What follows belongs to an exercise in optimizing a design on an open flow for small area, a short achievable clock period and few clock cycles per item; a production flow would make more cautious choices. Only simulation tests tie the RTL to the original design; equivalence was not proved.

==> design/flow/design.v <==
module voler_mac (
    input  wire        clk,
    input  wire        rst,
    input  wire        in_valid,
    output wire        in_ready,
    input  wire [31:0] in_instr,
    input  wire [23:0] in_x0,
    input  wire [23:0] in_y0,
    input  wire [23:0] in_x1,
    input  wire [23:0] in_y1,
    output reg         out_valid,
    output reg  [23:0] out_data
);
    localparam [7:0] OP_END    = 8'h02;
    localparam [7:0] OP_DSTART = 8'h03;
    localparam [7:0] OP_STA    = 8'h23;
    localparam [7:0] OP_MAC    = 8'h40;
    localparam [7:0] OP_MAC2   = 8'h41;
    localparam [7:0] OP_DMAC   = 8'h42;
    localparam [7:0] OP_MACM   = 8'h43;
    localparam [7:0] OP_TAPX   = 8'h44;
    localparam [7:0] OP_ADDA   = 8'h48;
    localparam [7:0] OP_ACCLD  = 8'h49;
    localparam [7:0] OP_ASH    = 8'h4A;
    localparam [7:0] OP_RDA    = 8'h4B;
    localparam [7:0] OP_RDESR  = 8'h50;
    localparam [7:0] OP_WRESR  = 8'h51;
    reg [55:0] acc [0:3];
    reg        frac, cmpat, satacc;
    reg [3:0]  ovg;
    reg        lflag;
    assign in_ready = 1'b1;
    wire       fire = in_valid && in_ready;
    wire [7:0] op   = in_instr[31:24];
    wire [1:0] fa     = in_instr[23:22];
    wire [1:0] fb     = in_instr[21:20];
    wire       f_sub  = in_instr[21];
    wire       f_clr  = in_instr[20];
    wire       f_suba = in_instr[3];
    wire       f_subb = in_instr[2];
    wire       f_addasub = in_instr[19];
    wire       f_rnd  = in_instr[21];
    wire [1:0] f_view = in_instr[20:19];
    wire [2:0] f_pos  = in_instr[15:13];
    wire [4:0] f_k    = in_instr[12:8];
    wire [55:0] acc_a = acc[fa];
    wire [55:0] acc_b = acc[fb];
    wire signed [47:0] mul0 = $signed(in_x0) * $signed(in_y0);
    wire signed [47:0] mul1 = $signed(in_x1) * $signed(in_y1);
    wire signed [57:0] prod0 = frac ? {{9{mul0[47]}}, mul0, 1'b0} : {{10{mul0[47]}}, mul0};
    wire signed [57:0] prod1 = frac ? {{9{mul1[47]}}, mul1, 1'b0} : {{10{mul1[47]}}, mul1};
    reg  signed [57:0] base_a;
    reg  signed [57:0] term_a;
    reg                sub_a;
    always @(*) begin
        base_a = {{2{acc_a[55]}}, acc_a};
        term_a = prod0;
        sub_a  = f_sub;
        case (op)
            OP_MAC, OP_MACM: begin
                if (f_clr) base_a = 58'd0;
            end
            OP_MAC2: begin
                if (f_clr) base_a = 58'd0;
                term_a = prod0 + prod1;
            end
            OP_DMAC: begin
                sub_a = f_suba;
            end
            OP_ADDA: begin
                term_a = {{2{acc_b[55]}}, acc_b};
                sub_a  = f_addasub;
            end
            default: ;
        endcase
    end
    wire signed [57:0] sum_a = sub_a ? base_a - term_a : base_a + term_a;
    wire               ovf_a = (sum_a[57:55] != 3'b000) && (sum_a[57:55] != 3'b111);
    wire        [55:0] res_a = !ovf_a  ? sum_a[55:0] :
                               !satacc ? sum_a[55:0] :
                               sum_a[57] ? {1'b1, 55'd0} : {1'b0, {55{1'b1}}};
    wire signed [57:0] base_b = {{2{acc_b[55]}}, acc_b};
    wire signed [57:0] sum_b  = f_subb ? base_b - prod1 : base_b + prod1;
    wire               ovf_b  = (sum_b[57:55] != 3'b000) && (sum_b[57:55] != 3'b111);
    wire        [55:0] res_b  = !ovf_b  ? sum_b[55:0] :
                                !satacc ? sum_b[55:0] :
                                sum_b[57] ? {1'b1, 55'd0} : {1'b0, {55{1'b1}}};
    wire signed [63:0] ash_wide = {{8{acc_a[55]}}, acc_a};
    wire        [3:0]  ash_left = f_k[3:0];
    wire        [3:0]  ash_right = 4'd0 - f_k[3:0];
    wire signed [63:0] ash_l = ash_wide <<< ash_left;
    wire signed [63:0] ash_r = ash_wide >>> ash_right;
    wire               ash_ovf = f_k[4] ? 1'b0 :
                                 (ash_l[63:55] != 9'h000) && (ash_l[63:55] != 9'h1FF);
    wire        [55:0] ash_res = f_k[4] ? ash_r[55:0] :
                                 !ash_ovf ? ash_l[55:0] :
                                 !satacc  ? ash_l[55:0] :
                                 ash_l[63] ? {1'b1, 55'd0} : {1'b0, {55{1'b1}}};
    reg [55:0] ld_res;
    always @(*) begin
        ld_res = acc_a;
        case (f_pos)
            3'd0: ld_res = {{32{in_x0[23]}}, in_x0};
            3'd1: ld_res = {{8{in_x0[23]}}, in_x0, 24'd0};
            3'd2: ld_res[55:32] = in_x0;
            3'd3: ld_res[31:8]  = in_x0;
            3'd4: ld_res[7:0]   = in_x0[7:0];
            default: ;
        endcase
    end
    wire signed [32:0] lr_floor = {{1{acc_a[55]}}, acc_a[55:24]};
    wire        [23:0] lr_rem   = acc_a[23:0];
    wire               lr_up    = f_rnd && ((lr_rem > 24'h800000) ||
                                  ((lr_rem == 24'h800000) && (cmpat || lr_floor[0])));
    wire signed [32:0] lr_round = lr_floor + (lr_up ? 33'sd1 : 33'sd0);
    wire               lr_hi    = (lr_round > 33'sd8388607);
    wire               lr_lo    = (lr_round < -33'sd8388608);
    wire        [23:0] lr_val   = lr_hi ? 24'h7FFFFF :
                                  lr_lo ? 24'h800000 : lr_round[23:0];
    reg [23:0] rd_val;
    always @(*) begin
        case (f_view)
            2'd0: rd_val = lr_val;
            2'd1: rd_val = acc_a[55:32];
            2'd2: rd_val = acc_a[31:8];
            default: rd_val = {16'd0, acc_a[7:0]};
        endcase
    end
    wire [23:0] esr_word    = {11'd0, lflag, ovg, 5'd0, frac, cmpat, satacc};
    wire [23:0] status_word = {15'd0, satacc, cmpat, frac, 1'b0, lflag, ovg};
    integer n;
    always @(posedge clk) begin
        if (rst) begin
            for (n = 0; n < 4; n = n + 1)
                acc[n] <= 56'd0;
            frac      <= 1'b1;
            cmpat     <= 1'b0;
            satacc    <= 1'b0;
            ovg       <= 4'd0;
            lflag     <= 1'b0;
            out_valid <= 1'b0;
            out_data  <= 24'd0;
        end else begin
            out_valid <= 1'b0;
            if (fire) begin
                case (op)
                    OP_MAC, OP_MAC2, OP_MACM, OP_TAPX, OP_ADDA: begin
                        acc[fa] <= res_a;
                        if (ovf_a) ovg[fa] <= 1'b1;
                    end
                    OP_DMAC: begin
                        acc[fa] <= res_a;
                        acc[fb] <= res_b;
                        if (ovf_a) ovg[fa] <= 1'b1;
                        if (ovf_b) ovg[fb] <= 1'b1;
                    end
                    OP_ACCLD: begin
                        acc[fa] <= ld_res;
                    end
                    OP_ASH: begin
                        acc[fa] <= ash_res;
                        if (ash_ovf) ovg[fa] <= 1'b1;
                    end
                    OP_RDA: begin
                        out_valid <= 1'b1;
                        out_data  <= rd_val;
                        if (f_view == 2'd0 && (lr_hi || lr_lo)) lflag <= 1'b1;
                    end
                    OP_STA: begin
                        out_valid <= 1'b1;
                        out_data  <= lr_val;
                        if (lr_hi || lr_lo) lflag <= 1'b1;
                    end
                    OP_RDESR: begin
                        out_valid <= 1'b1;
                        out_data  <= esr_word;
                    end
                    OP_END: begin
                        out_valid <= 1'b1;
                        out_data  <= status_word;
                    end
                    OP_WRESR: begin
                        ovg   <= ovg & ~in_instr[11:8];
                        if (in_instr[12]) lflag <= 1'b0;
                        if (in_instr[4]) satacc <= in_instr[0];
                        if (in_instr[5]) cmpat  <= in_instr[1];
                        if (in_instr[6]) frac   <= in_instr[2];
                    end
                    OP_DSTART: begin
                        ovg    <= 4'd0;
                        lflag  <= 1'b0;
                        satacc <= in_instr[0];
                        cmpat  <= in_instr[1];
                        frac   <= in_instr[2];
                    end
                    default: ;
                endcase
            end
        end
    end
endmodule
==> design/flow/run.sh <==
#!/bin/bash
# synth_recipe.tcl (not shown) runs the flow's synth.tcl, then flattens the netlist and writes it again
# the make line also repeats each setting of config.mk as NAME=value (left out here)
make -C /OpenROAD-flow-scripts/flow DESIGN_CONFIG=/design/flow/config.mk WORK_HOME=/design/flow/orfs CLKGATE_MAP_FILE= SYNTH_SCRIPT=/design/flow/synth_recipe.tcl finish
==> design/flow/config.mk <==
export PLATFORM = sky130hd
export DESIGN_NAME = voler_mac
export DESIGN_NICKNAME = voler_mac
export VERILOG_FILES = /design/flow/design.v
export SDC_FILE = /design/flow/constraint.sdc
export NUM_CORES = 4
export LEC_CHECK = 0
export CAP_MARGIN = 20
export CORE_MARGIN = 2
export CORE_UTILIZATION = 30
export SLEW_MARGIN = 20
==> design/flow/constraint.sdc <==
create_clock -name core_clock -period 20.0 [get_ports {clk}]
set_input_delay 4.0000 -clock core_clock [delete_from_list [all_inputs] [get_ports {clk}]]
set_output_delay 4.0000 -clock core_clock [all_outputs]
set_load 0.01 [all_outputs]
==> run notes <==
-- cell usage after synthesis (66+ instances only) --
library cell,instances
sky130_fd_sc_hd__mux4_2,121
sky130_fd_sc_hd__xor2_1,121
sky130_fd_sc_hd__nor3_1,96
sky130_fd_sc_hd__xnor2_1,217
sky130_fd_sc_hd__edfxtp_1,224
sky130_fd_sc_hd__mux2i_1,190
sky130_fd_sc_hd__a31oi_1,103
sky130_fd_sc_hd__nor2b_1,102
sky130_fd_sc_hd__inv_1,1321
sky130_fd_sc_hd__nand2_1,1205
sky130_fd_sc_hd__mux2_2,67
sky130_fd_sc_hd__o21ai_0,435
sky130_fd_sc_hd__and2_1,612
sky130_fd_sc_hd__fa_1,1217
sky130_fd_sc_hd__nand3_1,108
sky130_fd_sc_hd__clkbuf_1,535
sky130_fd_sc_hd__o22ai_1,179
sky130_fd_sc_hd__a211oi_1,76
sky130_fd_sc_hd__a21oi_1,491
sky130_fd_sc_hd__buf_1,66
sky130_fd_sc_hd__nor2_1,570
sky130_fd_sc_hd__a21o_1,165
sky130_fd_sc_hd__ha_1,435
-- worst reg2reg max path: cells and delay by family, from the launching register on --
family / cells / cell delay, ns
flip-flops: 1 / 0.65
multiplexers: 2 / 0.42
XOR/XNOR: 2 / 0.43
adder cells (fa/ha/maj): 2 / 0.74
buffers and inverters: 3 / 1.02
AND/OR/NAND/NOR: 9 / 2.44
AO/OA/AOI/OAI: 19 / 5.62
-- layout make-up --
| class | instances | area, um2 | share of cell area [%] |
|---|---|---|---|
| inverter | 1326 | 4980 | 5.60 |
| clock inverter | 15 | 118 | 0.132 |
| timing repair buffer | 519 | 4320 | 4.87 |
| sequential | 257 | 7390 | 8.32 |
| antenna | 2 | 5.00 | 0.00563 |
| clock buffer | 39 | 798 | 0.898 |
| multi-input combinational | 7521 | 66800 | 75.2 |
| tap | 3570 | 4470 | 5.03 |
-- kinds of logic (layout without fill, tap and decap cells) --
kind of cell,Yosys count,in the layout
simple gates,3083,3083
compound gates,2068,2068
buf+inv,1957,1899
fa+ha+maj,1652,1652
mux,379,379
xor+xnor,338,338
flops,257,257
other cells,1,3
-- metrics by stage --
stage / cell area (um2) / util (%) / cells / hold WS, ns
2_1_floorplan: 81300 / - / 9735 / 0.510
3_3_place_gp: 87900 / 32.5 / 13193 / 0.496
5_1_grt: 88900 / 32.9 / 13247 / 0.566
6_report: 88900 / 32.9 / 13249 / 0.517
4_1_cts: 88800 / 32.9 / 13247 / 0.523
3_5_place_dp: 87900 / 32.5 / 13193 / 0.504
-- path summary, 6_finish.rpt --
check	startpoint	slack, ns	endpoint	depth (start not counted)
hold reg to reg	out_data[22]	0.52	out_data[22]	2
hold / removal	out_data[22]	0.52	out_data[22]	2
setup reg to reg	frac	8.50	acc[3][5]	37
setup / recovery	in_x1[6]	0.84	acc[3][5]	57
-- metal layers --
metal | routed length [um] | global-route usage [%] | vias to the layer above
met2 | 132000 | 33.5 | 3349
met5 | 37 | 0 | -
met1 | 126000 | 29.1 | 36096
met4 | 16000 | 9.38 | 6
met3 | 26800 | 3.53 | 570
li1 | - | - | 32462
-- flip-flops by register name (all words and copies together), names as in the netlist --
name       cells
satacc         1
acc          224
frac           1
ovg            4
lflag          1
cmpat          1
out_valid      1
out_data      24
-- repair_timing --
item / in CTS / in global routing
setup endpoints to repair: 0 / 215
gates resized for setup: 0 / 11
buffers inserted: 0 / 0
hold buffers: 0 / 0
endpoints found under the hold margin: 0 / 0
==> reports/qor_table.md <==
| Step | Item | Reported |
|:---|:---|:---|
| outcome | Outcome | finished clean |
| global route | Number of global-route vias before repair | 72677 |
| synth | Mapped cell area | 81300 um2 |
| placed design | Half-perimeter wire length after placement | 242000 um |
| job | Number of maximum-capacitance constraint violations | 0 |
| sta | Highest clock frequency the design can meet | 52.2 MHz |
| die | Starting density of the core | 30.1% |
| route | DR pass1 iterations | 8 |
| global route | Largest net degree at the start of global routing | 95 |
| synth | Top cells by area, synth | sky130_fd_sc_hd__fa_1 (30%), sky130_fd_sc_hd__edfxtp_1 (8.3%), sky130_fd_sc_hd__ha_1 (6.7%) |
| sta | Relative slew slack | 15.9% |
| sta | Post-route setup TNS | 0 ns |
| clock tree | Htree depth | 1 |
| sta | Final Hold Fails | 0 |
| worst setup path | Type of element launching the critical path | input pin |
| synth | Part of the Yosys area used for sequential elements | 9.08% |
| clock tree | TritonCTS clock tree | yes |
| synth | Adder-cell share of the synthesized area | 36.7% |
| route | Iter 0 DRT Violations | 7264 |
| sta | Final setup viols | 0 |
| synth | Compound-cell area share of the yosys netlist | 16.6% |
| sta | Pin slew with the least headroom to its limit | 1.26 ns |
| clock tree | Reg clk slew, reported paths | 0.07 ns |
| die | Die area | 275000 um2 |
| layout | Top library cells by usage in the layout, fill and taps aside | sky130_fd_sc_hd__inv_1 (1320), sky130_fd_sc_hd__fa_1 (1216), sky130_fd_sc_hd__nand2_1 (1194), sky130_fd_sc_hd__and2_1 (611), sky130_fd_sc_hd__nor2_1 (569) |
| route | Total number of vias | 72483 |
| die | Number of cell rows | 191 |
| die | IO Pins | 157 |
| global route | Total track usage | 21.4% |
| sta | Final max-slew violation count | 0 |
| synth | Flip-flop cell with the highest count after synthesis | sky130_fd_sc_hd__edfxtp_1 |
| synth | Post-Syn Instances | 9735 |
| layout | Number of fill cells in the layout | 28459 |
| worst setup path | Required time of the critical path | 20.43 ns |
| die | Core Footprint | 270000 um2 |
| layout | Nets | 11437 |
| die | Die Ht | 525 um |
| sta | Final worst path period need | 19.16 ns |
| route | Wire per inst | 22.7 um |
| placed design | Placer Congestion | 0.980 |
| synth | Multiplexer share of the synthesized area | 6.64% |
| worst setup path | Cell seen most often among critical-path stages | sky130_fd_sc_hd__fa_1 |
| worst setup path | Critical Path Sink Type | flop |
| synth | Top-area cell type share of the netlist area | 30.0% |
| worst setup path | Data arrival time of the worst path | 19.58 ns |
| synth | Share of flip-flops with an asynchronous set or reset | 0% |
| layout | Commonest non-fill, non-tap cell in the layout | sky130_fd_sc_hd__inv_1 |
| worst setup path | Sum of buffers and inverters on the critical path | 11 |
| clock tree | TritonCTS Buffers | 29 |
| global route | Antenna violations before repair | 10 |
| synth | Main combinational cell family by area after synthesis | adder cells |
| die | Die span in x | 525 um |
| synth | Leading area contributor after synthesis | sky130_fd_sc_hd__fa_1 |
| worst setup path | Top cell family by delay on the critical path | adder cells |
| route | Number of routed nets with antenna violations | 0 |
| route | Detailed-route wire length | 300000 um |
| worst setup path | Crit Path Category | input pin to flop |
| worst setup path | Largest stage delay on the critical path | 0.78 ns |
| placed design | Input/output buffers | 151 |
| hold path | Tightest Hold Check Type | flop to flop |
| clock tree | # clock sinks | 257 |
| route | Remaining DRCs | 0 |
| sta | Post-Route Skew | 0.0274 ns |
| sta | Tcrit/Tclk final | 95.8% |
| placed design | Post-placement setup slack | 0.336 ns |
| layout | Layout cell share with drive strength beyond 1 | 7.68% |
| synth | Number of enable flip-flop cells after synthesis | 224 |
| clock tree | Cell at the root of the clock tree | sky130_fd_sc_hd__clkbuf_16 |
| global route | Total congestion overflow | 0 |
| clock tree | Clock Tree Buf Depth | 3 |
| synth | Number of synthesized register bits | 257 |
| synth | Number of synthesis warnings | 1 |
| synth | Cell variety after synth | 107 |
| synth | Synth Net Count | 11518 |
| synth | Area share of and/or/nand/nor cells after synthesis | 18.2% |
| synth | Parity-gate share of the synthesized area counting xor and xnor cells | 3.64% |
| layout | P&R area growth vs syn | 9.28% |
| route | Drt via density | 5.47 |
| sta | RSZ-0062 raised after global routing | false |
| worst setup path | Library cell contributing the largest single delay on the critical path | sky130_fd_sc_hd__clkdlybuf4s50_1 |
| sta | Slack of the critical path | 0.844 ns |
| synth | Avg Synthesized Cell Area | 8.35 um2 |
| worst setup path | Peak fanout along the critical path | 43 |
| global route | Global-route wire length before repair | 458000 um |
| clock tree | Insertion delay to the later sink of the worst-skew pair | 0.61 ns |
Testbench counts, summed over its fixed seeds: cycles 160,008, items 160,000.

[static timing again, ports no longer ideal]
How much do the figures lean on ideal ports? The routed layout below was timed once more, with nothing changed but the port constraints. Step 1 assumes that a clkbuf_16 drives the clock port and a buf_2 every other input. Step 2 times the ports against the registers' clock, not the clock port: input delays grow and output delays shrink by t, the midpoint of the rising clock arrivals with the driver on. Three values: ideal, step 1, step 2; two values: the first two.
t, ns: 0.657
setup WS [ns]: 0.844 / 0.873 / 0.216
hold slack, ns: 0.517 / 0.517 / 0.517
slew at the worst register clock pin (ns): 0.07 / 0.07
cell pins on the clock port's net: 1
After both steps this run still meets setup and hold. For this run, drivers alone change the setup slack by +0.029 ns; drivers and shift together by -0.628 ns.
